Context: an optimization exercise on an open-source flow, tuned for small area, a short achievable clock period and few clock cycles per item. The choices shown serve that exercise and are no tape-out recipe. RTL that was checked went through simulation tests only; none was proved equivalent to the original. For runs 1 and 2, only the layout was checked, not whether the RTL still works.

## flow/run.sh

```bash
#!/bin/bash
# synth_recipe.tcl (not shown) runs the flow's synth.tcl, then flattens the netlist and writes it again
# the make line also repeats each setting of config.mk as NAME=value (left out here)
make -C /OpenROAD-flow-scripts/flow DESIGN_CONFIG=/design/flow/config.mk WORK_HOME=/design/flow/orfs CLKGATE_MAP_FILE= SYNTH_SCRIPT=/design/flow/synth_recipe.tcl finish
```

## flow/config.mk

```make
export PLATFORM = sky130hd
export DESIGN_NAME = amihel_muldiv
export DESIGN_NICKNAME = amihel_muldiv
export VERILOG_FILES = /design/flow/design.v
export SDC_FILE = /design/flow/constraint.sdc
export NUM_CORES = 4
export LEC_CHECK = 0
export CAP_MARGIN = 20
export CORE_MARGIN = 2
export CORE_UTILIZATION = 40
export SLEW_MARGIN = 20
```

## flow/constraint.sdc

```tcl
create_clock -name core_clock -period 8.0 [get_ports {clk}]
set_input_delay 1.6000 -clock core_clock [delete_from_list [all_inputs] [get_ports {clk}]]
set_output_delay 1.6000 -clock core_clock [all_outputs]
set_load 0.01 [all_outputs]
```

## flow/design.v

```verilog
module amihel_muldiv (
    input  wire        clk,
    input  wire        rst,         
    input  wire        req_valid,
    output wire        req_ready,
    input  wire [3:0]  req_fn,
    input  wire [63:0] req_a,
    input  wire [63:0] req_b,
    output reg         res_valid,
    output wire [63:0] res
);
    localparam W = 76;               
    localparam ST_IDLE  = 3'd0;
    localparam ST_MUL   = 3'd1;
    localparam ST_FINM  = 3'd2;
    localparam ST_LZ    = 3'd3;
    localparam ST_NEG2  = 3'd4;
    localparam ST_SHIFT = 3'd5;
    localparam ST_DIV   = 3'd6;
    localparam ST_FIND  = 3'd7;
    reg [2:0]    state;
    reg [W-1:0]  S;                  
    reg [W-1:0]  C;                  
    reg [65:0]   M;                  
    reg [63:0]   Q;                  
    reg          qprev;              
    reg          qfill;              
    reg          nprev;              
    reg          hmode;              
    reg          wop;                
    reg          isrem;
    reg          na, nb;             
    reg          pa, pb;             
    reg          bz;                 
    reg [6:0]    cnt;
    reg [6:0]    sft;
    assign req_ready = (state == ST_IDLE);
    assign res = S[63:0];
    wire        r_div    = req_fn[2] | req_fn[3];
    wire        r_w      = req_fn[3] | (req_fn == 4'd3);
    wire        r_dsgn   = r_div & ~req_fn[0];
    wire        r_sext   = r_w & (~r_div | ~req_fn[0]);      
    wire [63:0] a_ext    = r_w ? {{32{r_sext & req_a[31]}}, req_a[31:0]} : req_a;
    wire [63:0] b_ext    = r_w ? {{32{r_sext & req_b[31]}}, req_b[31:0]} : req_b;
    wire        r_uns    = (req_fn[1:0] == 2'd2);             
    wire [65:0] Mx = {M[64], M[64:0]};    
    wire [8:0]  qb = {Q[7:0], qprev};
    reg  [W-1:0] pp [0:3];
    reg  [3:0]   ng;
    integer j;
    always @(*) begin
        for (j = 0; j < 4; j = j + 1) begin : booth
            reg b0, b1, b2, one, two, neg;
            reg [65:0] mag;
            b0  = qb[2*j];
            b1  = qb[2*j+1];
            b2  = qb[2*j+2];
            neg = b2 & ~(b1 & b0);
            one = b1 ^ b0;
            two = (b2 & ~b1 & ~b0) | (~b2 & b1 & b0);
            mag = ({66{one}} & Mx) | ({66{two}} & {Mx[64:0], 1'b0});
            mag = mag ^ {66{neg}};
            pp[j] = {{(W-66){mag[65]}}, mag} << (2*j);
            ng[j] = neg;
        end
    end
    wire [W-1:0] Sa = hmode ? {{8{S[W-1]}}, S[W-1:8]} : S;
    wire [W-1:0] Ca = hmode ? {{8{C[W-1]}}, C[W-1:8]} : C;
    wire [9:0]   lowsum = {2'b0, S[7:0]} + {2'b0, C[7:0]} + {3'b0, nprev, 6'b0};
    wire [1:0]   cy = hmode ? lowsum[9:8] : 2'b00;
    wire [W-1:0] v0 = Sa;
    wire [W-1:0] v1 = Ca;
    wire [W-1:0] v2 = pp[0];
    wire [W-1:0] v3 = pp[1] | {{(W-2){1'b0}}, cy[1], ng[0]};
    wire [W-1:0] v4 = pp[2] | {{(W-3){1'b0}}, ng[1], 1'b0, cy[0]};
    wire [W-1:0] v5 = pp[3] | {{(W-5){1'b0}}, ng[2], 4'b0};
    wire [W-1:0] v6 = {{(W-7){1'b0}}, ng[3] & ~hmode, 6'b0};
    wire [W-1:0] s1 = v0 ^ v1 ^ v2;
    wire [W-1:0] c1 = ((v0 & v1) | (v0 & v2) | (v1 & v2)) << 1;
    wire [W-1:0] s2 = v3 ^ v4 ^ v5;
    wire [W-1:0] c2 = ((v3 & v4) | (v3 & v5) | (v4 & v5)) << 1;
    wire [W-1:0] s3 = s1 ^ c1 ^ s2;
    wire [W-1:0] c3 = ((s1 & c1) | (s1 & s2) | (c1 & s2)) << 1;
    wire [W-1:0] s4 = c2 ^ v6 ^ s3;
    wire [W-1:0] c4 = ((c2 & v6) | (c2 & s3) | (v6 & s3)) << 1;
    wire [W-1:0] s5 = s4 ^ c4 ^ c3;
    wire [W-1:0] c5 = ((s4 & c4) | (s4 & c3) | (c4 & c3)) << 1;
    wire mul_last = hmode ? (cnt == 7'd0) : (&Q[63:7] | ~|Q[63:7]);
    reg         xen, xinv, yinv, cin;
    reg  [1:0]  ysel;    
    wire        negres = isrem ? na : (na ^ nb) | bz;
    always @(*) begin
        xen = 1'b0; xinv = 1'b0; yinv = 1'b0; cin = 1'b0; ysel = 2'd0;
        case (state)
            ST_FINM: begin xen = 1'b1; ysel = 2'd2; end
            ST_LZ, ST_NEG2: begin
                if (pa) begin xen = 1'b1; xinv = 1'b1; cin = 1'b1; end
                else begin ysel = 2'd1; yinv = 1'b1; cin = 1'b1; end
            end
            ST_DIV: begin xen = 1'b1; ysel = 2'd1; yinv = 1'b1; cin = 1'b1; end
            ST_FIND: begin
                if (isrem) begin xen = 1'b1; xinv = negres; end
                else begin ysel = 2'd3; yinv = negres; end
                cin = negres;
            end
            default: ;
        endcase
    end
    wire [63:0] ax = ({64{xen}} & S[63:0]) ^ {64{xinv}};
    wire [63:0] ay = (ysel == 2'd1 ? M[63:0] : ysel == 2'd2 ? C[63:0] : ysel == 2'd3 ? Q : 64'd0) ^ {64{yinv}};
    wire [64:0] asum = {1'b0, ax} + {1'b0, ay} + {64'd0, cin};
    wire        fits = asum[64] & ~|M[65:64];
    wire [63:0] aout = wop ? {{32{asum[31]}}, asum[31:0]} : asum[63:0];
    wire [63:0] xs = S[63:0] ^ {64{na}};
    wire [63:0] xm = M[63:0] ^ {64{nb}};
    reg  [6:0]  bits_s, bits_m;
    integer k;
    always @(*) begin
        bits_s = 7'd0;
        bits_m = 7'd0;
        for (k = 0; k < 64; k = k + 1) begin
            if (xs[k]) bits_s = k + 1;
            if (xm[k]) bits_m = k + 1;
        end
    end
    wire [7:0]  dbits = {1'b0, bits_s} + {7'd0, na} - {1'b0, bits_m};
    wire [6:0]  sft_n = (dbits[7] | bz_n) ? 7'd0 : (dbits[6:0] + {6'd0, dbits[0]});
    wire        bz_n  = ~|M[63:0];
    always @(posedge clk) begin
        if (rst) begin
            state     <= ST_IDLE;
            res_valid <= 1'b0;
        end else begin
            res_valid <= 1'b0;
            case (state)
                ST_IDLE: if (req_valid) begin
                    wop   <= r_w;
                    isrem <= req_fn[1];
                    hmode <= ~r_div & (req_fn[0] ^ req_fn[1]);
                    qprev <= 1'b0;
                    nprev <= 1'b0;
                    cnt   <= 7'd8;
                    C     <= {W{1'b0}};
                    if (r_div) begin
                        S     <= {{(W-64){1'b0}}, a_ext};
                        M     <= {{2{r_dsgn & b_ext[63]}}, b_ext};
                        Q     <= 64'd0;
                        na    <= r_dsgn & a_ext[63];
                        nb    <= r_dsgn & b_ext[63];
                        pa    <= r_dsgn & a_ext[63];
                        pb    <= r_dsgn & b_ext[63];
                        state <= ST_LZ;
                    end else begin
                        S     <= {W{1'b0}};
                        M     <= {1'b0, ~r_uns & a_ext[63], a_ext};
                        Q     <= b_ext;
                        qfill <= ~r_uns & b_ext[63];
                        na    <= 1'b0;
                        nb    <= 1'b0;
                        state <= ST_MUL;
                    end
                end
                ST_MUL: begin
                    S     <= s5;
                    C     <= c5;
                    Q     <= {{8{qfill}}, Q[63:8]};
                    qprev <= Q[7];
                    nprev <= ng[3];
                    if (!hmode) M <= {M[57:0], 8'd0};
                    cnt   <= cnt - 7'd1;
                    if (mul_last) state <= ST_FINM;
                end
                ST_FINM: begin
                    S[63:0]   <= aout;
                    res_valid <= 1'b1;
                    state     <= ST_IDLE;
                end
                ST_LZ: begin
                    sft <= sft_n;
                    bz  <= bz_n;
                    if (pa) begin
                        S  <= {{(W-64){1'b0}}, asum[63:0]};
                        pa <= 1'b0;
                        state <= pb ? ST_NEG2 : ST_SHIFT;
                    end else begin
                        if (pb) M <= {2'b00, asum[63:0]};
                        pb <= 1'b0;
                        state <= ST_SHIFT;
                    end
                end
                ST_NEG2: begin
                    M     <= {2'b00, asum[63:0]};
                    pb    <= 1'b0;
                    state <= ST_SHIFT;
                end
                ST_SHIFT: begin
                    M     <= M << sft;
                    cnt   <= sft;
                    state <= ST_DIV;
                end
                ST_DIV: begin
                    if (fits) S <= {{(W-64){1'b0}}, asum[63:0]};
                    Q     <= {Q[62:0], fits};
                    M     <= {1'b0, M[65:1]};
                    cnt   <= cnt - 7'd1;
                    if (cnt == 7'd0) state <= ST_FIND;
                end
                ST_FIND: begin
                    S[63:0]   <= aout;
                    res_valid <= 1'b1;
                    state     <= ST_IDLE;
                end
                default: state <= ST_IDLE;
            endcase
        end
    end
endmodule
```

==> impl_metrics.csv, run 1 <==
group,metric,value,unit
placed_design,dp_hpwl,164000,um
floorplanning,coreArea,0.109,sq mm
placed_design,place_ws,1.27,ns
route,drt_iter0_markers,8694,
route,wire_per_inst,34.4,um
route,detail_route.first_pass.iterations,12,
worst_setup_path,timing.reg2reg.worst_path_depth,16,
yosys,yosysSeqAreaShare,0.209,
route,drt_wl_total,221000,um
yosys,ys.flop_type,"sky130_fd_sc_hd__edfxtp_1",
cts,clkTransAtPathRegs,0.06,ns
worst_setup_path,setup.worst_path.class,"reg -> reg",
cts,holdBufCountCts,0,
floorplanning,die_area,0.113,sq mm
hold_path,hold_start,"cnt[0]$_SDFFCE_PN0P_",
timing,fin_crit,7.09,ns
cts,post_cts_resized,0,
placed_design,io_buffer_count,200,
global_route,grt_pass1_wl,311000,um
yosys,post_synth_inst_count,5170,
global_route,grt_pass1_vias,41215,
hold_path,worst_hold_path.num_cells,1,
worst_setup_path,maximum_fanout_along_the_worst_path,67,
cts,cts_setup_buffers,0,
global_route,antenna_found_initial,8,
timing,slew_headroom,0.191,
global_route,gr-total-overflow,0,
yosys,postSynthAreaPerCell,8.51,sq um
yosys,synth_edf_count,304,
route,wirelength_met1,86000,um
route,vias,44279,
timing,fin_setup_tns,0,ns
timing,maxSlewViolCount,0,
status,status,"no timing/DRC/antenna violations",
worst_setup_path,worst-endpoint-required,8.25,ns
timing,timing.final.setup_violations,0,
route,ant_nets,0,
route,route.detailed.drc,0,
route,met2WireLength,89900,um
timing,final_critical_path_setup_slack,0.911,ns
global_route,grt_max_degree,124,
floorplanning,die_width,336,um
hold_path,worst_hold_path_class,"reg -> reg",
yosys,synth_area,0.0440,sq mm
cells_and_area,finalCoreUtilization,0.444,
route,top_layer_used,"met5",
route,met3RoutedLength,32400,um
cts,root_buffer_selected_by_cts,"sky130_fd_sc_hd__clkbuf_16",
timing,fin_crit_sh,0.886,
placed_design,place_congestion,1.07,
cells_and_area,drive_gt1_frac,0.0689,
cells_and_area,commonest_non_fill_non_tap_cell_in_the_layout,"sky130_fd_sc_hd__nand2_1",
global_route,global_route.usage.total,0.382,
cells_and_area,final_net_count,5568,
floorplanning,std_cell_rows,121,
timing,max_freq,141,MHz
timing,timing.final.hold_violations,0,
cells_and_area,syn2layout_area_growth,9.93,%
timing,fin_skew,0.0380,ns
cts,clock_path_buffers,3,
cts,tritoncts.num_buffers,42,
hold_path,hold_path_end,"cnt[0]$_SDFFCE_PN0P_",
worst_setup_path,crit_path_end_kind,"register",
cells_and_area,final_cell_mix,"sky130_fd_sc_hd__nand2_1 (424), sky130_fd_sc_hd__inv_1 (369), sky130_fd_sc_hd__a22oi_1 (306), sky130_fd_sc_hd__o21ai_0 (305), sky130_fd_sc_hd__edfxtp_1 (304)",
yosys,yosys_warnings,2,
cts,clock_tree_from_tritoncts,"done",
floorplanning,initial_core_utilization,0.404,
yosys,postSynthRegisterBits,308,
worst_setup_path,critical_path.reg2reg.startpoint,"state[2]$_SDFFE_PP0P_",
worst_setup_path,cp_data_arrival_time,7.34,ns
cts,clk-insertion-delay-late,0.62,ns
cts,clock_tree.htree_level_count,2,
run,timing.max_cap.violations,0,
floorplanning,fp.dieH,336,um
floorplanning,io-pin-count,201,
cts,tritoncts_num_sinks,308,
yosys,synthesis.nets,5766,
timing,timing_worst_slew_pin_value,1.21,ns
yosys,asr_flop_ratio_synth,0,
timing,rsz0062_at_grt,"no",
worst_setup_path,cp_launch_point,"state[2]$_SDFFE_PP0P_",
worst_setup_path,worst_setup_path_start_kind,"register",
yosys,synth.lib_cells_used.distinct,86,
worst_setup_path,worst_r2r_endpoint,"S[21]$_DFFE_PP_",
route,routed_via_density,6.89,
worst_setup_path,setup.reg_to_reg.worst_slack,0.91,ns
-- worst max-delay path: stages (launching register included) --
cell and delay [ns]:
sky130_fd_sc_hd__dfxtp_4 0.60, sky130_fd_sc_hd__buf_4 0.62, sky130_fd_sc_hd__nor2_1 0.25, sky130_fd_sc_hd__a22oi_1 1.00, sky130_fd_sc_hd__o21ai_0 0.23, sky130_fd_sc_hd__ha_1 0.41, sky130_fd_sc_hd__o21a_1 0.14, sky130_fd_sc_hd__o211ai_1 0.09
sky130_fd_sc_hd__o21ai_0 0.56, sky130_fd_sc_hd__a311oi_4 0.23, sky130_fd_sc_hd__o211ai_4 0.36, sky130_fd_sc_hd__nand2_2 0.11, sky130_fd_sc_hd__o211ai_2 0.39, sky130_fd_sc_hd__a221o_1 0.23, sky130_fd_sc_hd__and3_1 0.20, sky130_fd_sc_hd__o211a_4 0.69
sky130_fd_sc_hd__buf_4 0.47
-- per-layer routing --
layer	GRT usage	up-vias
met4	0.181	14
li1	-	18261
met2	0.540	3617
met3	0.124	653
met5	0	-
met1	0.523	21734
-- synthesized netlist by cell type, drive strengths merged, types with 67 or more instances --
cell,number,area [sq um]
clkbuf,452,1700
nand2,425,1600
inv,372,1400
o21ai,318,1590
a22oi,307,2300
edfxtp,304,9130
a21oi,293,1470
fa,291,5830
nor2,286,1070
xor2,217,1900
mux2i,204,2040
xnor2,184,1610
ha,170,2130
buf,147,803
and2,112,701
nand3,92,460
a222oi,81,811
a31oi,67,432
-- kinds of logic after synthesis --
kind of cell / synth area share
AOI/OAI and AO/OA: 0.244
xor gates and xnor gates: 0.0798
adders and majority gates: 0.181
buffers and inverters: 0.0886
DFF: 0.209
muxes: 0.0699
and+or+nand+nor: 0.128
-- through the flow --
stage               hold slack [ns]  cell area [sq um]  cells
finish                        0.619              48400   6425
floorplan                     0.540              44000   5170
global route                  0.654              48400   6419
global placement              0.596              46800   6341
CTS                           0.621              48300   6418
detailed placement            0.615              46800   6341
-- cell type report --
cell class / count / area [sq um]
Clock buffer: 46 / 1090
Tap cell: 1414 / 1770
Multi-Input combinational cell: 3890 / 31200
Fill cell: 10604 / 60600
Clock inverter: 31 / 435
Antenna cell: 6 / 15.0
Sequential cell: 308 / 9220
Timing Repair Buffer: 357 / 3280
Inverter: 373 / 1400
-- sequential cells by signal, summed over array words and instances (netlist names) --
name,flops
pa,1
M,66
qprev,1
wop,1
pb,1
qfill,1
res_valid,1
sft,6
nb,1
Q,64
isrem,1
na,1
C,74
nprev,1
S,76
hmode,1
state,3
cnt,7
bz,1
-- worst max-delay path by stage --
stage / end / slack, ns
floorplan: C[10]$_SDFFCE_PN0P_ / 0.25
global placement: S[30]$_DFFE_PP_ / 1.32
detailed placement: S[38]$_DFFE_PP_ / 1.27
CTS: S[21]$_DFFE_PP_ / 1.20
global route: S[21]$_DFFE_PP_ / 0.79
finish: S[21]$_DFFE_PP_ / 0.91
==> run 2: changes to the inputs <==
--- a/flow/design.v
+++ b/flow/design.v
@@ -11,3 +11,3 @@
 );
-    localparam W = 76;               
+    localparam W = 75;               
     localparam ST_IDLE  = 3'd0;
@@ -88,24 +88,6 @@
     wire mul_last = hmode ? (cnt == 7'd0) : (&Q[63:7] | ~|Q[63:7]);
-    reg         xen, xinv, yinv, cin;
-    reg  [1:0]  ysel;    
+    reg         xen, xinv, ym, yc, yq, yinv, cin;
     wire        negres = isrem ? na : (na ^ nb) | bz;
-    always @(*) begin
-        xen = 1'b0; xinv = 1'b0; yinv = 1'b0; cin = 1'b0; ysel = 2'd0;
-        case (state)
-            ST_FINM: begin xen = 1'b1; ysel = 2'd2; end
-            ST_LZ, ST_NEG2: begin
-                if (pa) begin xen = 1'b1; xinv = 1'b1; cin = 1'b1; end
-                else begin ysel = 2'd1; yinv = 1'b1; cin = 1'b1; end
-            end
-            ST_DIV: begin xen = 1'b1; ysel = 2'd1; yinv = 1'b1; cin = 1'b1; end
-            ST_FIND: begin
-                if (isrem) begin xen = 1'b1; xinv = negres; end
-                else begin ysel = 2'd3; yinv = negres; end
-                cin = negres;
-            end
-            default: ;
-        endcase
-    end
     wire [63:0] ax = ({64{xen}} & S[63:0]) ^ {64{xinv}};
-    wire [63:0] ay = (ysel == 2'd1 ? M[63:0] : ysel == 2'd2 ? C[63:0] : ysel == 2'd3 ? Q : 64'd0) ^ {64{yinv}};
+    wire [63:0] ay = (({64{ym}} & M[63:0]) | ({64{yc}} & C[63:0]) | ({64{yq}} & Q)) ^ {64{yinv}};
     wire [64:0] asum = {1'b0, ax} + {1'b0, ay} + {64'd0, cin};
@@ -132,2 +114,3 @@
             res_valid <= 1'b0;
+            begin xen <= 1'b0; xinv <= 1'b0; ym <= 1'b0; yc <= 1'b0; yq <= 1'b0; yinv <= 1'b0; cin <= 1'b0; end
         end else begin
@@ -135,27 +118,32 @@
             case (state)
-                ST_IDLE: if (req_valid) begin
-                    wop   <= r_w;
-                    isrem <= req_fn[1];
-                    hmode <= ~r_div & (req_fn[0] ^ req_fn[1]);
-                    qprev <= 1'b0;
-                    nprev <= 1'b0;
-                    cnt   <= 7'd8;
-                    C     <= {W{1'b0}};
-                    if (r_div) begin
-                        S     <= {{(W-64){1'b0}}, a_ext};
-                        M     <= {{2{r_dsgn & b_ext[63]}}, b_ext};
-                        Q     <= 64'd0;
-                        na    <= r_dsgn & a_ext[63];
-                        nb    <= r_dsgn & b_ext[63];
-                        pa    <= r_dsgn & a_ext[63];
-                        pb    <= r_dsgn & b_ext[63];
-                        state <= ST_LZ;
-                    end else begin
-                        S     <= {W{1'b0}};
-                        M     <= {1'b0, ~r_uns & a_ext[63], a_ext};
-                        Q     <= b_ext;
-                        qfill <= ~r_uns & b_ext[63];
-                        na    <= 1'b0;
-                        nb    <= 1'b0;
-                        state <= ST_MUL;
+                ST_IDLE: begin
+                    begin xen <= 1'b0; xinv <= 1'b0; ym <= 1'b0; yc <= 1'b0; yq <= 1'b0; yinv <= 1'b0; cin <= 1'b0; end
+                    if (req_valid) begin
+                        wop   <= r_w;
+                        isrem <= req_fn[1];
+                        hmode <= ~r_div & (req_fn[0] ^ req_fn[1]);
+                        qprev <= 1'b0;
+                        nprev <= 1'b0;
+                        cnt   <= 7'd8;
+                        C     <= {W{1'b0}};
+                        if (r_div) begin
+                            S     <= {{(W-64){1'b0}}, a_ext};
+                            M     <= {{2{r_dsgn & b_ext[63]}}, b_ext};
+                            Q     <= 64'd0;
+                            na    <= r_dsgn & a_ext[63];
+                            nb    <= r_dsgn & b_ext[63];
+                            pa    <= r_dsgn & a_ext[63];
+                            pb    <= r_dsgn & b_ext[63];
+                            if (r_dsgn & a_ext[63]) begin xen <= 1'b1; xinv <= 1'b1; ym <= 1'b0; yc <= 1'b0; yq <= 1'b0; yinv <= 1'b0; cin <= 1'b1; end
+                            else if (r_dsgn & b_ext[63]) begin xen <= 1'b0; xinv <= 1'b0; ym <= 1'b1; yc <= 1'b0; yq <= 1'b0; yinv <= 1'b1; cin <= 1'b1; end
+                            state <= ST_LZ;
+                        end else begin
+                            S     <= {W{1'b0}};
+                            M     <= {1'b0, ~r_uns & a_ext[63], a_ext};
+                            Q     <= b_ext;
+                            qfill <= ~r_uns & b_ext[63];
+                            na    <= 1'b0;
+                            nb    <= 1'b0;
+                            state <= ST_MUL;
+                        end
                     end
@@ -170,3 +158,6 @@
                     cnt   <= cnt - 7'd1;
-                    if (mul_last) state <= ST_FINM;
+                    if (mul_last) begin
+                        state <= ST_FINM;
+                        xen <= 1'b1; yc <= 1'b1;
+                    end
                 end
@@ -176,2 +167,3 @@
                     state     <= ST_IDLE;
+                    begin xen <= 1'b0; xinv <= 1'b0; ym <= 1'b0; yc <= 1'b0; yq <= 1'b0; yinv <= 1'b0; cin <= 1'b0; end
                 end
@@ -183,3 +175,9 @@
                         pa <= 1'b0;
-                        state <= pb ? ST_NEG2 : ST_SHIFT;
+                        if (pb) begin
+                            state <= ST_NEG2;
+                            begin xen <= 1'b0; xinv <= 1'b0; ym <= 1'b1; yc <= 1'b0; yq <= 1'b0; yinv <= 1'b1; cin <= 1'b1; end
+                        end else begin
+                            state <= ST_SHIFT;
+                            begin xen <= 1'b0; xinv <= 1'b0; ym <= 1'b0; yc <= 1'b0; yq <= 1'b0; yinv <= 1'b0; cin <= 1'b0; end
+                        end
                     end else begin
@@ -188,2 +186,3 @@
                         state <= ST_SHIFT;
+                        begin xen <= 1'b0; xinv <= 1'b0; ym <= 1'b0; yc <= 1'b0; yq <= 1'b0; yinv <= 1'b0; cin <= 1'b0; end
                     end
@@ -194,2 +193,3 @@
                     state <= ST_SHIFT;
+                    begin xen <= 1'b0; xinv <= 1'b0; ym <= 1'b0; yc <= 1'b0; yq <= 1'b0; yinv <= 1'b0; cin <= 1'b0; end
                 end
@@ -199,2 +199,3 @@
                     state <= ST_DIV;
+                    begin xen <= 1'b1; xinv <= 1'b0; ym <= 1'b1; yc <= 1'b0; yq <= 1'b0; yinv <= 1'b1; cin <= 1'b1; end
                 end
@@ -205,3 +206,9 @@
                     cnt   <= cnt - 7'd1;
-                    if (cnt == 7'd0) state <= ST_FIND;
+                    if (cnt == 7'd0) begin
+                        state <= ST_FIND;
+                        xen  <= isrem; xinv <= isrem & negres;
+                        ym   <= 1'b0; yc <= 1'b0;
+                        yq   <= ~isrem; yinv <= ~isrem & negres;
+                        cin  <= negres;
+                    end
                 end
@@ -211,4 +218,8 @@
                     state     <= ST_IDLE;
-                end
-                default: state <= ST_IDLE;
+                    begin xen <= 1'b0; xinv <= 1'b0; ym <= 1'b0; yc <= 1'b0; yq <= 1'b0; yinv <= 1'b0; cin <= 1'b0; end
+                end
+                default: begin
+                    state <= ST_IDLE;
+                    begin xen <= 1'b0; xinv <= 1'b0; ym <= 1'b0; yc <= 1'b0; yq <= 1'b0; yinv <= 1'b0; cin <= 1'b0; end
+                end
             endcase
--- a/flow/config.mk
+++ b/flow/config.mk
@@ -7,2 +7,3 @@
 export LEC_CHECK = 0
+export ABC_CLOCK_PERIOD_IN_PS = 3500
 export CAP_MARGIN = 20
@@ -10,2 +11,3 @@
 export CORE_UTILIZATION = 40
+export SETUP_SLACK_MARGIN = 4.0
 export SLEW_MARGIN = 20
==> run 2 against run 1 <==
Clock skew is 0.0092 ns higher. Utilization grew 8.4 points. Critical path depth up 3. Cell count increased by 2.5%. Non-clock buffer count is 409 higher. Via count rose by 5.5%. Critical endpoint is now S[9]$_DFFE_PP_. Highest routed layer unchanged.
==> impl_metrics.csv, run 2 <==
group,metric,value,unit
status,status,"no timing/DRC/antenna violations",
hold_path,worst_hold_path_class,"reg -> reg",
hold_path,hold_path_end,"cnt[0]$_SDFFCE_PN0P_",
hold_path,hold_start,"cnt[0]$_SDFFCE_PN0P_",
timing,fin_crit,5.08,ns
yosys,synth_largest_area_cell,"sky130_fd_sc_hd__edfxtp_1",
worst_setup_path,worst-endpoint-required,8.37,ns
yosys,synth_top_cell_area_share,0.211,
timing,fin_crit_sh,0.635,
cells_and_area,commonest_non_fill_non_tap_cell_in_the_layout,"sky130_fd_sc_hd__nand2_1",
global_route,grt_pass1_wl,341000,um
cts,clkTransAtPathRegs,0.06,ns
timing,maxSlewViolCount,0,
yosys,yosysSeqAreaShare,0.216,
cts,root_buffer_selected_by_cts,"sky130_fd_sc_hd__clkbuf_16",
cells_and_area,multi_input_comb_area,0.0339,sq mm
cells_and_area,max_flop_register,"S",
yosys,ys.flop_type,"sky130_fd_sc_hd__edfxtp_1",
yosys,synthesis.nets,5507,
cells_and_area,final_cell_mix,"sky130_fd_sc_hd__nand2_1 (406), sky130_fd_sc_hd__buf_4 (307), sky130_fd_sc_hd__edfxtp_1 (302), sky130_fd_sc_hd__inv_1 (293), sky130_fd_sc_hd__a21oi_1 (236)",
timing,fin_setup_tns,0,ns
run,timing.max_cap.violations,0,
timing,slew_headroom,0.146,
yosys,synth_compound_area_frac,0.226,
cts,tritoncts.num_buffers,43,
yosys,post_synth_xor_area_fraction,0.0961,
route,wire_per_inst,38.0,um
timing,fin_skew,0.0472,ns
route,drt_iter0_markers,9476,
global_route,global_route.usage.total,0.435,
route,routed_via_density,7.09,
cells_and_area,sequential_cell_area,0.00932,sq mm
worst_setup_path,worst_setup_path_start_kind,"register",
yosys,synth.lib_cells_used.distinct,90,
cells_and_area,reg_top3,"S: 75 flops, C: 73 flops, M: 66 flops",
timing,max_freq,197,MHz
worst_setup_path,setup.worst_path.class,"reg -> reg",
yosys,synth_edf_count,302,
cells_and_area,max_reg_flops,75,
cells_and_area,drive_gt1_frac,0.251,
cells_and_area,final_net_count,5734,
yosys,postSynthRegisterBits,313,
global_route,antenna_found_initial,24,
worst_setup_path,worst_r2r_endpoint,"S[9]$_DFFE_PP_",
cts,tritoncts_num_sinks,313,
floorplanning,die_area,0.110,sq mm
yosys,asr_flop_ratio_synth,0,
floorplanning,die_width,332,um
route,route.detailed.drc,0,
route,vias,46695,
placed_design,dp_hpwl,163000,um
cts,clock_tree_from_tritoncts,"done",
yosys,postSynthAreaPerCell,8.74,sq um
route,drt_wl_total,250000,um
yosys,yosys_warnings,2,
timing,timing_worst_slew_pin_value,1.28,ns
worst_setup_path,critical_path.reg2reg.startpoint,"ym$_SDFFE_PP0P_",
worst_setup_path,setup.reg_to_reg.worst_slack,2.92,ns
floorplanning,io-pin-count,201,
global_route,gr-total-overflow,0,
yosys,synth_most_common_cell,"sky130_fd_sc_hd__clkbuf_1",
yosys,synth_area,0.0429,sq mm
yosys,synth_fa_ha_area_frac,0.183,
route,ant_nets,0,
global_route,grt_pass1_vias,43297,
timing,timing.final.hold_violations,0,
worst_setup_path,max_stage_delay,0.42,ns
cells_and_area,syn2layout_area_growth,31.1,%
yosys,synth.top_cells.by_area,"sky130_fd_sc_hd__edfxtp_1 (21%), sky130_fd_sc_hd__fa_1 (13%), sky130_fd_sc_hd__a22oi_1 (5.2%)",
timing,timing.final.setup_violations,0,
yosys,post_synth_inst_count,4915,
cts,clock_tree.htree_level_count,2,
yosys,synth-simple-area-share,0.126,
yosys,synthMuxAreaShare,0.0653,
worst_setup_path,critical_path_cell_list,"buf_12 > buf_16 > buf_4 > a222oi_1 > xnor2_1 > ha_1 > and3_1 > nand3_1 > nor2_2 > and3_1 > o2111ai_4 > a21oi_4 > o21ai_4 > a31oi_4 > a21oi_4 > a2111oi_4 > buf_6 > buf_6 > buf_16",
worst_setup_path,timing.reg2reg.worst_path_depth,19,
yosys,synth_top_cells_by_count,"sky130_fd_sc_hd__clkbuf_1 (431), sky130_fd_sc_hd__nand2_1 (419), sky130_fd_sc_hd__inv_1 (339), sky130_fd_sc_hd__edfxtp_1 (302), sky130_fd_sc_hd__a22oi_1 (299)",
floorplanning,coreArea,0.107,sq mm
route,detail_route.first_pass.iterations,14,
global_route,grt_max_degree,144,
hold_path,worst_hold_path.num_cells,1,
floorplanning,initial_core_utilization,0.402,
worst_setup_path,crit_path_end_kind,"register",
placed_design,place_congestion,1.04,
yosys,synth_top_family_by_area,"compound AO/OA/AOI/OAI gates",
worst_setup_path,cp_data_arrival_time,5.46,ns
cts,holdBufCountCts,0,
worst_setup_path,maximum_fanout_along_the_worst_path,5,
worst_setup_path,cell_at_the_slowest_stage_of_the_critical_path,"sky130_fd_sc_hd__ha_1",
cts,clock_path_buffers,3,
cts,clk-insertion-delay-late,0.70,ns
floorplanning,fp.dieH,332,um
cells_and_area,number_of_fillers_in_the_final_layout,9468,
timing,rsz0062_at_grt,"yes",
floorplanning,std_cell_rows,120,
placed_design,io_buffer_count,200,
run 2: changes by cell type in the layout (fill, tap and decap cells not counted), moves of 78 or more:
cell / previous run / this run
sky130_fd_sc_hd__o21ai_0: 305 / 133
sky130_fd_sc_hd__a22oi_1: 306 / 221
sky130_fd_sc_hd__nor2_1: 281 / 181
sky130_fd_sc_hd__a22oi_2: 1 / 79
sky130_fd_sc_hd__and2_1: 112 / 19
sky130_fd_sc_hd__buf_6: 0 / 133
sky130_fd_sc_hd__buf_4: 150 / 307
run 2: kinds of logic (layout without fill, tap and decap cells):
logic type / after synthesis / count (layout)
compound gates: 1388 / 1388
xor+xnor: 471 / 471
fa+ha+maj: 457 / 457
buf+inv: 928 / 1187
flops: 313 / 313
mux: 224 / 224
other cells: 0 / 9
simple gates: 1134 / 1135
run 2: metal layers:
| layer | GRT usage | wire (um) |
|---|---|---|
| met4 | 0.291 | 21900 |
| met3 | 0.202 | 43500 |
| met2 | 0.590 | 97700 |
| met5 | 0.00564 | 250 |
| met1 | 0.547 | 87100 |
run 2: final cells by class:
class,count,area share
multi-input combinational,3675,0.602
sequential,313,0.166
timing repair buffer,766,0.153
tap,1403,0.0312
inverter,343,0.0230
clock buffer,52,0.0197
clock inverter,26,0.00511
antenna,9,0.000400
run 2: how the worst max path moves through the flow:
stage	start	endpoint	slack, ns
floorplan	yq$_SDFFE_PP0P_	S[0]$_DFFE_PP_	2.06
global placement	na$_SDFFCE_PP0P_	sft[6]$_SDFFCE_PP0P_	2.52
detailed placement	M[0]$_DFFE_PP_	S[6]$_DFFE_PP_	2.51
CTS	na$_SDFFCE_PP0P_	sft[5]$_SDFFCE_PP0P_	3.00
global route	M[6]$_DFFE_PP_	sft[6]$_SDFFCE_PP0P_	2.71
finish	ym$_SDFFE_PP0P_	S[9]$_DFFE_PP_	2.92
run 2: through the flow:
stage                     setup WS, ns  hold slack [ns]  cell area, sq um  cells   util
after global placement            2.52            0.580             45900   6087  0.430
after floorplan                   2.06            0.497             43400   4915      -
after CTS                         3.00            0.611             54100   6492  0.507
final                             2.92            0.596             56300   6587  0.527
after global routing              2.71            0.639             56300   6578  0.527
after detailed placement          2.51            0.602             46000   6091  0.431
run 2: worst max-delay path: cells and delay by family (launching register included):
family          cells  cell delay [ns]
xor+xnor            1             0.11
fa+ha+maj           1             0.42
buf+inv             6             1.00
simple gates        4             1.16
flops               1             0.41
compound gates      7             1.64
run 2: what timing repair did:
item,in CTS,in global routing
gates resized for setup,633,264
cloned,35,6
endpoints found under the hold margin,0,0
pin swaps,492,347
buffers inserted,288,80
setup endpoints to repair,315,285
==> run 3: changes to the inputs <==
--- a/flow/design.v
+++ b/flow/design.v
@@ -15,4 +15,3 @@
     localparam ST_FINM  = 3'd2;
-    localparam ST_LZ    = 3'd3;
-    localparam ST_NEG2  = 3'd4;
+    localparam ST_NEG   = 3'd3;
     localparam ST_SHIFT = 3'd5;
@@ -35,3 +34,3 @@
     reg [6:0]    cnt;
-    reg [6:0]    sft;
+    reg [6:0]    ba, bb;             
     assign req_ready = (state == ST_IDLE);
@@ -95,17 +94,18 @@
     wire [63:0] aout = wop ? {{32{asum[31]}}, asum[31:0]} : asum[63:0];
-    wire [63:0] xs = S[63:0] ^ {64{na}};
-    wire [63:0] xm = M[63:0] ^ {64{nb}};
-    reg  [6:0]  bits_s, bits_m;
+    wire        r_na = r_dsgn & a_ext[63];
+    wire        r_nb = r_dsgn & b_ext[63];
+    wire [63:0] xa = a_ext ^ {64{r_na}};
+    wire [63:0] xb = b_ext ^ {64{r_nb}};
+    reg  [6:0]  bits_a, bits_b;
     integer k;
     always @(*) begin
-        bits_s = 7'd0;
-        bits_m = 7'd0;
+        bits_a = 7'd0;
+        bits_b = 7'd0;
         for (k = 0; k < 64; k = k + 1) begin
-            if (xs[k]) bits_s = k + 1;
-            if (xm[k]) bits_m = k + 1;
+            if (xa[k]) bits_a = k + 1;
+            if (xb[k]) bits_b = k + 1;
         end
     end
-    wire [7:0]  dbits = {1'b0, bits_s} + {7'd0, na} - {1'b0, bits_m};
-    wire [6:0]  sft_n = (dbits[7] | bz_n) ? 7'd0 : (dbits[6:0] + {6'd0, dbits[0]});
-    wire        bz_n  = ~|M[63:0];
+    wire [7:0]  dbits = {1'b0, ba} - {1'b0, bb};
+    wire [6:0]  sft   = (dbits[7] | bz) ? 7'd0 : (dbits[6:0] + {6'd0, dbits[0]});
     always @(posedge clk) begin
@@ -132,9 +132,12 @@
                             Q     <= 64'd0;
-                            na    <= r_dsgn & a_ext[63];
-                            nb    <= r_dsgn & b_ext[63];
-                            pa    <= r_dsgn & a_ext[63];
-                            pb    <= r_dsgn & b_ext[63];
-                            if (r_dsgn & a_ext[63]) begin xen <= 1'b1; xinv <= 1'b1; ym <= 1'b0; yc <= 1'b0; yq <= 1'b0; yinv <= 1'b0; cin <= 1'b1; end
-                            else if (r_dsgn & b_ext[63]) begin xen <= 1'b0; xinv <= 1'b0; ym <= 1'b1; yc <= 1'b0; yq <= 1'b0; yinv <= 1'b1; cin <= 1'b1; end
-                            state <= ST_LZ;
+                            na    <= r_na;
+                            nb    <= r_nb;
+                            pa    <= r_na;
+                            pb    <= r_nb;
+                            ba    <= bits_a + {6'd0, r_na};
+                            bb    <= bits_b;
+                            bz    <= ~|b_ext;
+                            if (r_na) begin xen <= 1'b1; xinv <= 1'b1; ym <= 1'b0; yc <= 1'b0; yq <= 1'b0; yinv <= 1'b0; cin <= 1'b1; end
+                            else if (r_nb) begin xen <= 1'b0; xinv <= 1'b0; ym <= 1'b1; yc <= 1'b0; yq <= 1'b0; yinv <= 1'b1; cin <= 1'b1; end
+                            state <= (r_na | r_nb) ? ST_NEG : ST_SHIFT;
                         end else begin
@@ -169,5 +172,3 @@
                 end
-                ST_LZ: begin
-                    sft <= sft_n;
-                    bz  <= bz_n;
+                ST_NEG: begin
                     if (pa) begin
@@ -175,6 +176,4 @@
                         pa <= 1'b0;
-                        if (pb) begin
-                            state <= ST_NEG2;
-                            begin xen <= 1'b0; xinv <= 1'b0; ym <= 1'b1; yc <= 1'b0; yq <= 1'b0; yinv <= 1'b1; cin <= 1'b1; end
-                        end else begin
+                        if (pb) begin xen <= 1'b0; xinv <= 1'b0; ym <= 1'b1; yc <= 1'b0; yq <= 1'b0; yinv <= 1'b1; cin <= 1'b1; end
+                        else begin
                             state <= ST_SHIFT;
@@ -183,3 +182,3 @@
                     end else begin
-                        if (pb) M <= {2'b00, asum[63:0]};
+                        M  <= {2'b00, asum[63:0]};
                         pb <= 1'b0;
@@ -188,8 +187,2 @@
                     end
-                end
-                ST_NEG2: begin
-                    M     <= {2'b00, asum[63:0]};
-                    pb    <= 1'b0;
-                    state <= ST_SHIFT;
-                    begin xen <= 1'b0; xinv <= 1'b0; ym <= 1'b0; yc <= 1'b0; yq <= 1'b0; yinv <= 1'b0; cin <= 1'b0; end
                 end
--- a/flow/config.mk
+++ b/flow/config.mk
@@ -7,3 +7,2 @@
 export LEC_CHECK = 0
-export ABC_CLOCK_PERIOD_IN_PS = 3500
 export CAP_MARGIN = 20
@@ -11,3 +10,3 @@
 export CORE_UTILIZATION = 40
-export SETUP_SLACK_MARGIN = 4.0
+export SETUP_SLACK_MARGIN = 3.25
 export SLEW_MARGIN = 20
==> run 3 against run 2 <==
Highest routed layer unchanged. Worst hold slack got worse by 0.017 ns. Non-clock buffer count decreased by 326. Critical path type unchanged. Sequential cell count is 8 higher.
==> impl_metrics.csv, run 3 <==
group,metric,value,unit
cells_and_area,commonest_non_fill_non_tap_cell_in_the_layout,"sky130_fd_sc_hd__nand2_1",
status,status,"no timing/DRC/antenna violations",
yosys,synth_largest_area_cell,"sky130_fd_sc_hd__edfxtp_1",
worst_setup_path,critical_path.reg2reg.startpoint,"Q[0]$_DFFE_PP_",
yosys,synth_area,0.0442,sq mm
run,timing.max_cap.violations,0,
cts,tritoncts_num_sinks,321,
global_route,grt_pass1_wl,325000,um
worst_setup_path,crit_top_cell,"sky130_fd_sc_hd__fa_2",
placed_design,io_buffer_count,200,
cells_and_area,final_cell_mix,"sky130_fd_sc_hd__nand2_1 (377), sky130_fd_sc_hd__inv_1 (317), sky130_fd_sc_hd__a22oi_1 (313), sky130_fd_sc_hd__edfxtp_1 (310), sky130_fd_sc_hd__mux2i_1 (310)",
cts,clock_path_buffers,3,
cts,holdBufCountCts,0,
route,drt_iter0_markers,8513,
worst_setup_path,worst_setup_path_start_kind,"register",
route,drt_wl_total,238000,um
route,detail_route.first_pass.iterations,13,
worst_setup_path,crit_path_end_kind,"register",
cts,clk-insertion-delay-late,0.68,ns
yosys,asr_flop_ratio_synth,0,
yosys,postSynthRegisterBits,321,
cts,clock_tree.htree_level_count,2,
yosys,synth.lib_cells_used.distinct,97,
global_route,antenna_found_initial,20,
route,wire_per_inst,36.6,um
cells_and_area,max_flop_register,"S",
cells_and_area,max_reg_flops,75,
yosys,synth_top_cells_by_count,"sky130_fd_sc_hd__nand2_1 (382), sky130_fd_sc_hd__clkbuf_1 (348), sky130_fd_sc_hd__inv_1 (321), sky130_fd_sc_hd__a22oi_1 (315), sky130_fd_sc_hd__mux2i_1 (313)",
yosys,yosys_warnings,2,
yosys,postSynthAreaPerCell,8.79,sq um
floorplanning,std_cell_rows,121,
yosys,ys.flop_type,"sky130_fd_sc_hd__edfxtp_1",
global_route,grt_max_degree,115,
yosys,post_synth_inst_count,5029,
yosys,synth.top_cells.by_area,"sky130_fd_sc_hd__edfxtp_1 (21%), sky130_fd_sc_hd__fa_1 (13%), sky130_fd_sc_hd__mux2i_1 (7.1%)",
timing,maxSlewViolCount,0,
cells_and_area,finalCoreUtilization,0.463,
cells_and_area,reg_top3,"S: 75 flops, C: 73 flops, M: 66 flops",
route,ant_nets,0,
worst_setup_path,worst-endpoint-required,8.35,ns
cts,clkTransAtPathRegs,0.06,ns
placed_design,dpl_cell_area,0.0470,sq mm
worst_setup_path,critical_path_cell_list,"a22oi_2 > xnor2_2 > fa_2 > inv_2 > fa_2 > nor2b_4 > o31ai_2 > a21oi_2 > a41o_2 > a31oi_4 > a2111oi_4 > nor3_4 > nor3b_4 > o31ai_4 > a211oi_4 > buf_6 > buf_12",
floorplanning,coreArea,0.109,sq mm
cells_and_area,finish.instance_area,0.0506,sq mm
worst_setup_path,setup.worst_path.class,"reg -> reg",
hold_path,worst_hold_path_class,"reg -> reg",
yosys,yosysSeqAreaShare,0.215,
timing,timing.final.hold_violations,0,
worst_setup_path,cell_at_the_slowest_stage_of_the_critical_path,"sky130_fd_sc_hd__edfxtp_1",
floorplanning,initial_core_utilization,0.405,
yosys,synth_most_common_cell,"sky130_fd_sc_hd__nand2_1",
floorplanning,die_width,337,um
cts,tritoncts.num_buffers,47,
worst_setup_path,max_stage_delay,0.52,ns
placed_design,place_ws,1.63,ns
placed_design,place_congestion,1.08,
timing,hold_slack,0.579,ns
hold_path,hold_start,"cin$_SDFFE_PP0P_",
cts,root_buffer_selected_by_cts,"sky130_fd_sc_hd__clkbuf_16",
timing,rsz0062_at_grt,"yes",
timing,fin_crit,4.82,ns
timing,timing.final.setup_violations,0,
worst_setup_path,cp_launch_point,"Q[0]$_DFFE_PP_",
timing,timing_worst_slew_pin_value,1.25,ns
worst_setup_path,maximum_fanout_along_the_worst_path,8,
global_route,global_route.usage.total,0.402,
cts,clock_tree_from_tritoncts,"done",
yosys,synth_top_cell_area_share,0.210,
cells_and_area,drive_gt1_frac,0.0985,
timing,slew_headroom,0.161,
cells_and_area,final_net_count,5575,
global_route,grt_pass1_vias,42536,
global_route,gr-total-overflow,0,
timing,fin_skew,0.0385,ns
timing,max_freq,208,MHz
placed_design,dp_hpwl,169000,um
yosys,synth_edf_count,310,
timing,fin_setup_tns,0,ns
route,route.detailed.drc,0,
timing,fin_crit_sh,0.602,
floorplanning,io-pin-count,201,
floorplanning,fp.dieH,337,um
timing,final_critical_path_setup_slack,3.18,ns
route,vias,45653,
floorplanning,die_area,0.113,sq mm
worst_setup_path,cp_data_arrival_time,5.17,ns
yosys,synthesis.nets,5616,
cells_and_area,syn2layout_area_growth,14.4,%
route,routed_via_density,7.01,
-- run 3: cell types whose count changed in the layout (fill, tap and decap cells not counted), sizes merged, moves of 16 or more --
cell / delta
o21a: +18
o211ai: +35
a221oi: -38
mux2i: +144
a221o: +21
inv: -21
nand2: -38
mux4: -42
nand4: +18
a21o: -40
nor4: +16
nand3: +17
buf: -321
-- run 3: area by class of cell --
type	instances	area, sq um
Multi-Input combinational cell	3855	31900
Inverter	323	1230
Clock buffer	60	1260
Sequential cell	321	9560
Clock inverter	28	369
Tap cell	1476	1850
Fill cell	10659	58700
Antenna cell	13	32.5
Timing Repair Buffer	440	4360
-- run 3: worst paths after layout --
kind / endpoint / slack, ns / depth (start not counted)
hold reg to reg: cin$_SDFFE_PP0P_ / 0.58 / 1
setup reg to reg: S[10]$_DFFE_PP_ / 3.18 / 17
setup / recovery: S[10]$_DFFE_PP_ / 3.18 / 17
hold / removal: cin$_SDFFE_PP0P_ / 0.58 / 1
-- run 3: routing by layer --
| layer | wire length, um | vias to the layer above | GRT usage |
|---|---|---|---|
| met5 | 249 | - | 0 |
| met4 | 18700 | 22 | 0.232 |
| met3 | 37700 | 927 | 0.165 |
| met2 | 95300 | 3930 | 0.567 |
| met1 | 86400 | 22365 | 0.514 |
| li1 | - | 18409 | - |
-- run 3: kinds of logic after synthesis --
| group | Yosys count | share of synthesized area |
|---|---|---|
| XOR/XNOR | 467 | 0.0931 |
| AND/OR/NAND/NOR | 1137 | 0.125 |
| flip-flops | 321 | 0.215 |
| multiplexers | 332 | 0.0762 |
| adder cells (fa/ha/maj) | 452 | 0.177 |
| buffers and inverters | 858 | 0.0811 |
| AO/OA/AOI/OAI | 1462 | 0.233 |
-- run 3: worst max-delay path, delay by kind of cell (launching register included) --
kind,cells,cell delay (ns)
compound gates,8,2.12
fa+ha+maj,2,0.63
simple gates,3,0.54
flops,1,0.52
buf+inv,3,0.50
xor+xnor,1,0.16
-- run 3: what timing repair did --
item / in CTS / in global routing
pin swaps: 11 / 46
setup buffers: 44 / 82
resized for setup: 71 / 82
cloned: 3 / 8
setup endpoints to repair: 185 / 172
-- run 3: stage by stage --
stage / instances
final: 6516
after detailed placement: 6278
after CTS: 6413
after global routing: 6503
after floorplan: 5029
after global placement: 6278
Testbench counts of run 3, summed over its fixed seeds: cycles 28,952, ops 3,200.
==> run 4: changes to the inputs <==
--- a/flow/design.v
+++ b/flow/design.v
@@ -35,4 +35,8 @@
     reg [6:0]    ba, bb;             
+    reg          rq;                 
+    reg          rw;                 
     assign req_ready = (state == ST_IDLE);
-    assign res = S[63:0];
+    wire [31:0] res_lo = rq ? Q[31:0] : S[31:0];
+    wire [31:0] res_hi = rw ? {32{res_lo[31]}} : (rq ? Q[63:32] : S[63:32]);
+    assign res = {res_hi, res_lo};
     wire        r_div    = req_fn[2] | req_fn[3];
@@ -109,2 +113,19 @@
     wire [7:0]  dbits = {1'b0, ba} - {1'b0, bb};
+    wire [63:0] ma = a_ext ^ {64{a_ext[63]}};
+    wire [63:0] mb = b_ext ^ {64{b_ext[63]}};
+    wire [7:0]  nza, nzb;
+    genvar g;
+    generate
+        for (g = 0; g < 8; g = g + 1) begin : bytes
+            assign nza[g] = |ma[8*g+7:8*g];
+            assign nzb[g] = |mb[8*g+7:8*g];
+        end
+    endgenerate
+    reg r_swap;
+    integer h;
+    always @(*) begin
+        r_swap = 1'b0;
+        for (h = 0; h < 8; h = h + 1)
+            if (nzb[h] && !(|(nza >> h))) r_swap = 1'b1;
+    end
     wire [6:0]  sft   = (dbits[7] | bz) ? 7'd0 : (dbits[6:0] + {6'd0, dbits[0]});
@@ -122,2 +143,4 @@
                         wop   <= r_w;
+                    rq    <= 1'b0;
+                    rw    <= 1'b0;
                         isrem <= req_fn[1];
@@ -141,2 +164,3 @@
                             else if (r_nb) begin xen <= 1'b0; xinv <= 1'b0; ym <= 1'b1; yc <= 1'b0; yq <= 1'b0; yinv <= 1'b1; cin <= 1'b1; end
+                            else begin xen <= 1'b1; xinv <= 1'b0; ym <= 1'b1; yc <= 1'b0; yq <= 1'b0; yinv <= 1'b1; cin <= 1'b1; end
                             state <= (r_na | r_nb) ? ST_NEG : ST_SHIFT;
@@ -144,5 +168,11 @@
                             S     <= {W{1'b0}};
-                            M     <= {1'b0, ~r_uns & a_ext[63], a_ext};
-                            Q     <= b_ext;
-                            qfill <= ~r_uns & b_ext[63];
+                            if (r_swap & ~(req_fn[1] ^ req_fn[0])) begin
+                                M     <= {{2{b_ext[63]}}, b_ext};
+                                Q     <= a_ext;
+                                qfill <= a_ext[63];
+                            end else begin
+                                M     <= {1'b0, ~r_uns & a_ext[63], a_ext};
+                                Q     <= b_ext;
+                                qfill <= ~r_uns & b_ext[63];
+                            end
                             na    <= 1'b0;
@@ -179,3 +209,3 @@
                             state <= ST_SHIFT;
-                            begin xen <= 1'b0; xinv <= 1'b0; ym <= 1'b0; yc <= 1'b0; yq <= 1'b0; yinv <= 1'b0; cin <= 1'b0; end
+                            begin xen <= 1'b1; xinv <= 1'b0; ym <= 1'b1; yc <= 1'b0; yq <= 1'b0; yinv <= 1'b1; cin <= 1'b1; end
                         end
@@ -185,22 +215,30 @@
                         state <= ST_SHIFT;
-                        begin xen <= 1'b0; xinv <= 1'b0; ym <= 1'b0; yc <= 1'b0; yq <= 1'b0; yinv <= 1'b0; cin <= 1'b0; end
-                    end
-                end
-                ST_SHIFT: begin
-                    M     <= M << sft;
-                    cnt   <= sft;
-                    state <= ST_DIV;
-                    begin xen <= 1'b1; xinv <= 1'b0; ym <= 1'b1; yc <= 1'b0; yq <= 1'b0; yinv <= 1'b1; cin <= 1'b1; end
-                end
-                ST_DIV: begin
-                    if (fits) S <= {{(W-64){1'b0}}, asum[63:0]};
-                    Q     <= {Q[62:0], fits};
-                    M     <= {1'b0, M[65:1]};
-                    cnt   <= cnt - 7'd1;
-                    if (cnt == 7'd0) begin
-                        state <= ST_FIND;
-                        xen  <= isrem; xinv <= isrem & negres;
-                        ym   <= 1'b0; yc <= 1'b0;
-                        yq   <= ~isrem; yinv <= ~isrem & negres;
-                        cin  <= negres;
+                        begin xen <= 1'b1; xinv <= 1'b0; ym <= 1'b1; yc <= 1'b0; yq <= 1'b0; yinv <= 1'b1; cin <= 1'b1; end
+                    end
+                end
+                ST_SHIFT, ST_DIV: begin
+                    if (state == ST_SHIFT && sft != 7'd0) begin
+                        M     <= M << sft;
+                        cnt   <= sft;
+                        state <= ST_DIV;
+                    end else begin
+                        if (fits) S <= {{(W-64){1'b0}}, asum[63:0]};
+                        Q     <= {Q[62:0], fits};
+                        M     <= {1'b0, M[65:1]};
+                        cnt   <= cnt - 7'd1;
+                        if (state == ST_SHIFT || cnt == 7'd0) begin
+                            if (!negres) begin
+                                state     <= ST_IDLE;
+                                res_valid <= 1'b1;
+                                rq        <= ~isrem;
+                                rw        <= wop;
+                                begin xen <= 1'b0; xinv <= 1'b0; ym <= 1'b0; yc <= 1'b0; yq <= 1'b0; yinv <= 1'b0; cin <= 1'b0; end
+                            end else begin
+                                state <= ST_FIND;
+                                xen  <= isrem; xinv <= isrem & negres;
+                                ym   <= 1'b0; yc <= 1'b0;
+                                yq   <= ~isrem; yinv <= ~isrem & negres;
+                                cin  <= negres;
+                            end
+                        end
                     end
==> run 4 against run 3 <==
Synthesized area increased by 3.9%. Sequential cell count increased by 2. Register-to-register slack worse by 0.33 ns. Critical path type unchanged.
==> impl_metrics.csv, run 4 <==
group,metric,value,unit
status,status,"no timing/DRC/antenna violations",
yosys,yosysSeqAreaShare,0.209,
worst_setup_path,maximum_fanout_along_the_worst_path,8,
worst_setup_path,crit_path_end_kind,"register",
global_route,antenna_found_initial,18,
yosys,synth_most_common_cell,"sky130_fd_sc_hd__clkbuf_1",
yosys,synthesis.nets,5914,
cells_and_area,drive_gt1_frac,0.142,
timing,fin_setup_tns,0,ns
route,route.detailed.drc,0,
worst_setup_path,cell_at_the_slowest_stage_of_the_critical_path,"sky130_fd_sc_hd__edfxtp_1",
cells_and_area,sequential_cell_area,0.00961,sq mm
route,drt_iter0_markers,7828,
timing,fin_crit,5.14,ns
cells_and_area,number_of_fillers_in_the_final_layout,10945,
timing,timing.final.setup_violations,0,
cts,clkTransAtPathRegs,0.07,ns
worst_setup_path,critical_path_cell_list,"a22oi_2 > xnor2_2 > fa_2 > inv_2 > fa_2 > nor2b_2 > o21ai_2 > a2111oi_4 > o22ai_1 > buf_4 > o21a_4 > o211ai_1 > buf_4 > o211ai_1 > buf_4 > o21ai_4 > nand3_2 > a2111oi_4 > buf_6 > o21ai_4 > buf_12 > nand2_8",
worst_setup_path,worst-endpoint-required,8.33,ns
placed_design,post-place-cells,6658,
yosys,synth_top_cells_by_count,"sky130_fd_sc_hd__clkbuf_1 (410), sky130_fd_sc_hd__nand2_1 (392), sky130_fd_sc_hd__a22oi_1 (358), sky130_fd_sc_hd__mux2i_1 (358), sky130_fd_sc_hd__a21oi_1 (346)",
yosys,post_synth_inst_count,5326,
timing,rsz0062_at_grt,"yes",
yosys,postSynthRegisterBits,323,
worst_setup_path,setup.worst_path.class,"reg -> reg",
cells_and_area,max_reg_flops,75,
cells_and_area,final_cell_mix,"sky130_fd_sc_hd__nand2_1 (379), sky130_fd_sc_hd__a22oi_1 (357), sky130_fd_sc_hd__mux2i_1 (351), sky130_fd_sc_hd__a21oi_1 (325), sky130_fd_sc_hd__edfxtp_1 (312)",
cells_and_area,syn2layout_area_growth,19.3,%
timing,timing.final.hold_violations,0,
route,drt_wl_total,251000,um
yosys,ys.flop_type,"sky130_fd_sc_hd__edfxtp_1",
global_route,grt_max_degree,78,
cells_and_area,multi_input_comb_area,0.0349,sq mm
yosys,asr_flop_ratio_synth,0,
hold_path,worst_hold_path_class,"reg -> reg",
yosys,yosys_warnings,2,
yosys,synth.top_cells.by_area,"sky130_fd_sc_hd__edfxtp_1 (20%), sky130_fd_sc_hd__fa_1 (13%), sky130_fd_sc_hd__mux2i_1 (7.8%)",
global_route,grt_pass1_wl,344000,um
worst_setup_path,crit_top_cell,"sky130_fd_sc_hd__buf_4",
yosys,postSynthAreaPerCell,8.63,sq um
cells_and_area,finalCoreUtilization,0.480,
cells_and_area,commonest_non_fill_non_tap_cell_in_the_layout,"sky130_fd_sc_hd__nand2_1",
timing,timing_worst_slew_pin_value,1.27,ns
worst_setup_path,cp_launch_point,"Q[0]$_DFFE_PP_",
timing,fin_skew,0.0594,ns
floorplanning,std_cell_rows,124,
timing,slew_headroom,0.143,
cts,root_buffer_selected_by_cts,"sky130_fd_sc_hd__clkbuf_16",
timing,max_freq,195,MHz
cts,tritoncts_num_sinks,323,
yosys,synth_edf_count,312,
route,wire_per_inst,36.1,um
timing,maxSlewViolCount,0,
placed_design,place_congestion,1.06,
cells_and_area,finish.instance_area,0.0548,sq mm
cells_and_area,max_flop_register,"S",
route,vias,49011,
global_route,global_route.usage.total,0.407,
cts,clock_tree.htree_level_count,2,
worst_setup_path,cp_data_arrival_time,5.47,ns
cts,clk-insertion-delay-late,0.69,ns
placed_design,dpl_cell_area,0.0493,sq mm
yosys,synth_largest_area_cell,"sky130_fd_sc_hd__edfxtp_1",
worst_setup_path,count_of_buffer_and_inverter_cells_on_the_critical_path,6,
placed_design,dp_hpwl,172000,um
floorplanning,initial_core_utilization,0.402,
yosys,synth.lib_cells_used.distinct,91,
cells_and_area,layout.cells.non_filler,6958,
floorplanning,die_width,343,um
cells_and_area,reg_top3,"S: 75 flops, C: 73 flops, M: 66 flops",
route,ant_nets,0,
cts,clock_path_buffers,3,
placed_design,io_buffer_count,200,
worst_setup_path,critPathTopFamily,"compound AO/OA/AOI/OAI gates",
worst_setup_path,max_stage_delay,0.52,ns
floorplanning,coreArea,0.114,sq mm
worst_setup_path,worst_setup_path_start_kind,"register",
cells_and_area,final_net_count,5985,
floorplanning,fp.dieH,343,um
floorplanning,die_area,0.118,sq mm
yosys,synth_area,0.0460,sq mm
worst_setup_path,critical_path.reg2reg.startpoint,"Q[0]$_DFFE_PP_",
yosys,synth_top_cell_area_share,0.204,
timing,fin_crit_sh,0.643,
cts,clock_tree_from_tritoncts,"done",
route,routed_via_density,7.04,
run,timing.max_cap.violations,0,
hold_path,hold_start,"pb$_SDFFCE_PP0P_",
cts,tritoncts.num_buffers,45,
global_route,grt_pass1_vias,45441,
floorplanning,io-pin-count,201,
route,detail_route.first_pass.iterations,8,
global_route,gr-total-overflow,0,
[run 4: timing repair]
action | CTS | global route
hold buffers | 0 | 0
pin swaps | 58 | 79
setup endpoints to repair | 451 | 298
cloned | 23 | 9
buffers inserted | 105 | 66
resized for setup | 240 | 234
[run 4: logic make-up (layout without fill, tap and decap cells)]
logic type | count (synthesis) | in the layout | share of synthesized area
mux | 447 | 447 | 0.102
xor+xnor | 469 | 469 | 0.0897
fa+ha+maj | 453 | 453 | 0.170
other cells | 0 | 12 | 0
compound gates | 1580 | 1581 | 0.234
flops | 323 | 323 | 0.209
buf+inv | 816 | 912 | 0.0672
simple gates | 1238 | 1249 | 0.129
[run 4: area by class of cell]
cell class	count	share of cell area
Multi-Input combinational cell	4199	0.636
Sequential cell	323	0.175
Timing Repair Buffer	529	0.104
Tap cell	1512	0.0345
Clock buffer	58	0.0229
Inverter	299	0.0206
Clock inverter	26	0.00559
Antenna cell	12	0.000548
[run 4: path summary, 6_finish.rpt]
check                          endpoint  slack, ns  cells past startpoint
setup reg to reg        S[34]$_DFFE_PP_       2.86                     22
hold reg to reg   state[0]$_SDFFE_PP0P_       0.64                      2
setup / recovery        S[34]$_DFFE_PP_       2.86                     22
hold / removal    state[0]$_SDFFE_PP0P_       0.64                      2
[run 4: tightest hold or removal path: stages (launching register included)]
cell                       delay (ns)
sky130_fd_sc_hd__edfxtp_1        0.40
sky130_fd_sc_hd__nand3_1         0.11
sky130_fd_sc_hd__a31oi_1         0.08
[run 4: per-layer routing]
layer / global-route usage / wire [um] / share of wire / up-vias
met2: 0.571 / 101000 / 0.40 / 4289
met4: 0.272 / 21500 / 0.086 / 14
li1: - / - / - / 19721
met5: 0 / 89 / 0.00035 / -
met3: 0.170 / 40000 / 0.16 / 1038
met1: 0.508 / 88800 / 0.35 / 23949
[run 4: through the flow]
step | setup slack [ns] | hold slack, ns
final | 2.86 | 0.637
after global routing | 2.83 | 0.680
after CTS | 2.97 | 0.628
after detailed placement | 1.28 | 0.622
after global placement | 1.34 | 0.610
after floorplan | 2.87 | 0.496
Testbench counts of run 4, summed over its fixed seeds: cycles 25,934, ops 3,200.
==> run 5: changes to the inputs <==
--- a/flow/design.v
+++ b/flow/design.v
@@ -96,3 +96,3 @@
     wire [64:0] asum = {1'b0, ax} + {1'b0, ay} + {64'd0, cin};
-    wire        fits = asum[64] & ~|M[65:64];
+    wire        fits = ({1'b0, S[63:0]} >= {1'b0, M[63:0]}) & ~|M[65:64];
     wire [63:0] aout = wop ? {{32{asum[31]}}, asum[31:0]} : asum[63:0];
==> run 5 against run 4 <==
Maximum frequency up 7.7%. Critical endpoint is now S[45]$_DFFE_PP_. Critical path type unchanged. Still clean on timing, DRC and antenna. Highest routed layer unchanged.
==> impl_metrics.csv, run 5 <==
group,metric,value,unit
status,status,"no timing/DRC/antenna violations",
timing,rsz0062_at_grt,"yes",
timing,timing.final.setup_violations,0,
cts,tritoncts_num_sinks,323,
cells_and_area,drive_gt1_frac,0.122,
hold_path,worst_hold_path.num_cells,2,
route,vias,49239,
route,drt_iter0_markers,8204,
worst_setup_path,max_stage_delay,0.53,ns
yosys,synth_top_cell_area_share,0.198,
yosys,yosys_warnings,2,
yosys,synthMuxAreaShare,0.101,
cells_and_area,syn2layout_area_growth,16.8,%
hold_path,hold_start,"xen$_SDFFE_PP0P_",
cells_and_area,max_flop_register,"S",
timing,fin_crit_sh,0.597,
global_route,gr-total-overflow,0,
cells_and_area,final_net_count,6200,
run,timing.max_cap.violations,0,
worst_setup_path,worst_setup_path_start_kind,"register",
route,route.detailed.drc,0,
cts,holdBufCountCts,0,
hold_path,worst_hold_path_class,"reg -> reg",
worst_setup_path,cp_data_arrival_time,5.08,ns
timing,timing_worst_slew_pin_value,1.22,ns
global_route,grt_pass1_wl,340000,um
worst_setup_path,critPathTopFamily,"compound AO/OA/AOI/OAI gates",
yosys,postSynthRegisterBits,323,
cells_and_area,reg_top3,"S: 75 flops, C: 73 flops, M: 66 flops",
worst_setup_path,critical_path_cell_list,"buf_4 > inv_1 > ha_1 > a21o_1 > a21o_1 > a21o_1 > a21o_1 > a21o_1 > a21oi_1 > o211ai_1 > nand4_1 > a41oi_4 > o221ai_2 > a211oi_4 > buf_6 > buf_16",
floorplanning,coreArea,0.118,sq mm
cts,tritoncts.num_buffers,45,
-- run 5: tightest hold or removal path: cells and delay by family (launching register included) --
family,cells,cell delay (ns)
AND/OR/NAND/NOR,1,0.11
AO/OA/AOI/OAI,1,0.05
flip-flops,1,0.37
-- run 5: final cells by class --
cell class | instances | area [sq um]
fill | 11323 | 62400
multi-input combinational | 4269 | 35300
sequential | 323 | 9620
timing repair buffer | 535 | 5370
tap | 1536 | 1920
inverter | 375 | 1420
clock buffer | 55 | 1190
clock inverter | 27 | 408
antenna | 14 | 35.0
-- run 5: worst max path at each step --
stage | start | end | slack, ns | depth (start not counted)
CTS | Q[5]$_DFFE_PP_ | S[8]$_DFFE_PP_ | 3.24 | 10
floorplan | req_fn[0] | M[57]$_DFFE_PP_ | 3.03 | 21
global route | yq$_SDFFE_PP0P_ | M[55]$_DFFE_PP_ | 3.16 | 18
finish | M[1]$_DFFE_PP_ | S[45]$_DFFE_PP_ | 3.23 | 16
global placement | req_fn[0] | M[48]$_DFFE_PP_ | 1.30 | 16
detailed placement | req_fn[0] | M[22]$_DFFE_PP_ | 1.22 | 16
-- run 5: routing by layer --
layer	routed length (um)	track usage
met1	94100	0.526
met2	98300	0.540
met3	36800	0.128
met4	15900	0.184
met5	52	0
-- run 5: per-stage QoR --
stage                     cell area, sq um   util  worst slack, ns  std cells
after floorplan                      47500      -             3.03       5487
after global placement               51000  0.433             1.30       6867
after detailed placement             51000  0.434             1.22       6868
after CTS                            53600  0.456             3.24       7004
after global routing                 55200  0.469             3.16       7122
final                                55200  0.470             3.23       7134
-- run 5: logic make-up (layout without fill, tap and decap cells) --
group / after synthesis / in the layout
compound gates: 1600 / 1600
simple gates: 1207 / 1212
mux: 466 / 466
flops: 323 / 323
other cells: 0 / 14
fa+ha+maj: 516 / 516
buf+inv: 900 / 992
xor+xnor: 475 / 475
-- run 5: what timing repair did --
| action | 4_1_cts | 5_1_grt |
|---|---|---|
| setup endpoints to repair | 345 | 265 |
| endpoints found under the hold margin | 0 | 0 |
| pin swaps | 20 | 72 |
| resized for setup | 152 | 180 |
| gates cloned | 7 | 8 |
| buffers inserted | 47 | 107 |
Testbench counts of run 5, summed over its fixed seeds: cycles 25,934, ops 3,200.

port drivers added, routing unchanged:
The results above use ideal ports. As a check the final layouts listed here were re-extracted and re-timed, cells and wires unchanged. Step 1, drivers: a clkbuf_16 drives clk and a buf_2 each remaining input, both assumed. Step 2 adds t to the input delays and takes it off the output delays; t is the mean of the earliest and latest rising clock arrival at the registers after step 1. Input paths then give back, and output paths get back, about the clock's delay inside the block. a / b / c = ideal / step 1 / step 2; a / b = the first two.
run | t (ns) | slack for setup (ns) | latest minus earliest clock arrival (ns) | pins driven straight from the clock port
run 1 | 0.676 | 0.911 / 0.911 / 0.911 | 0.038 / 0.038 | 1
run 2 | 0.753 | 2.918 / 2.918 / 2.918 | 0.047 / 0.048 | 1
run 3 | 0.734 | 3.184 / 3.184 / 2.619 | 0.039 / 0.039 | 1
run 4 | 0.736 | 2.859 / 2.859 / 2.429 | 0.060 / 0.059 | 1
run 5 | 0.727 | 3.226 / 3.226 / 2.574 | 0.059 / 0.060 | 1
After both steps every run listed still meets setup and hold. For run 5, which loses most, drivers alone change the setup slack by 0.000 ns; drivers and shift together by -0.652 ns.
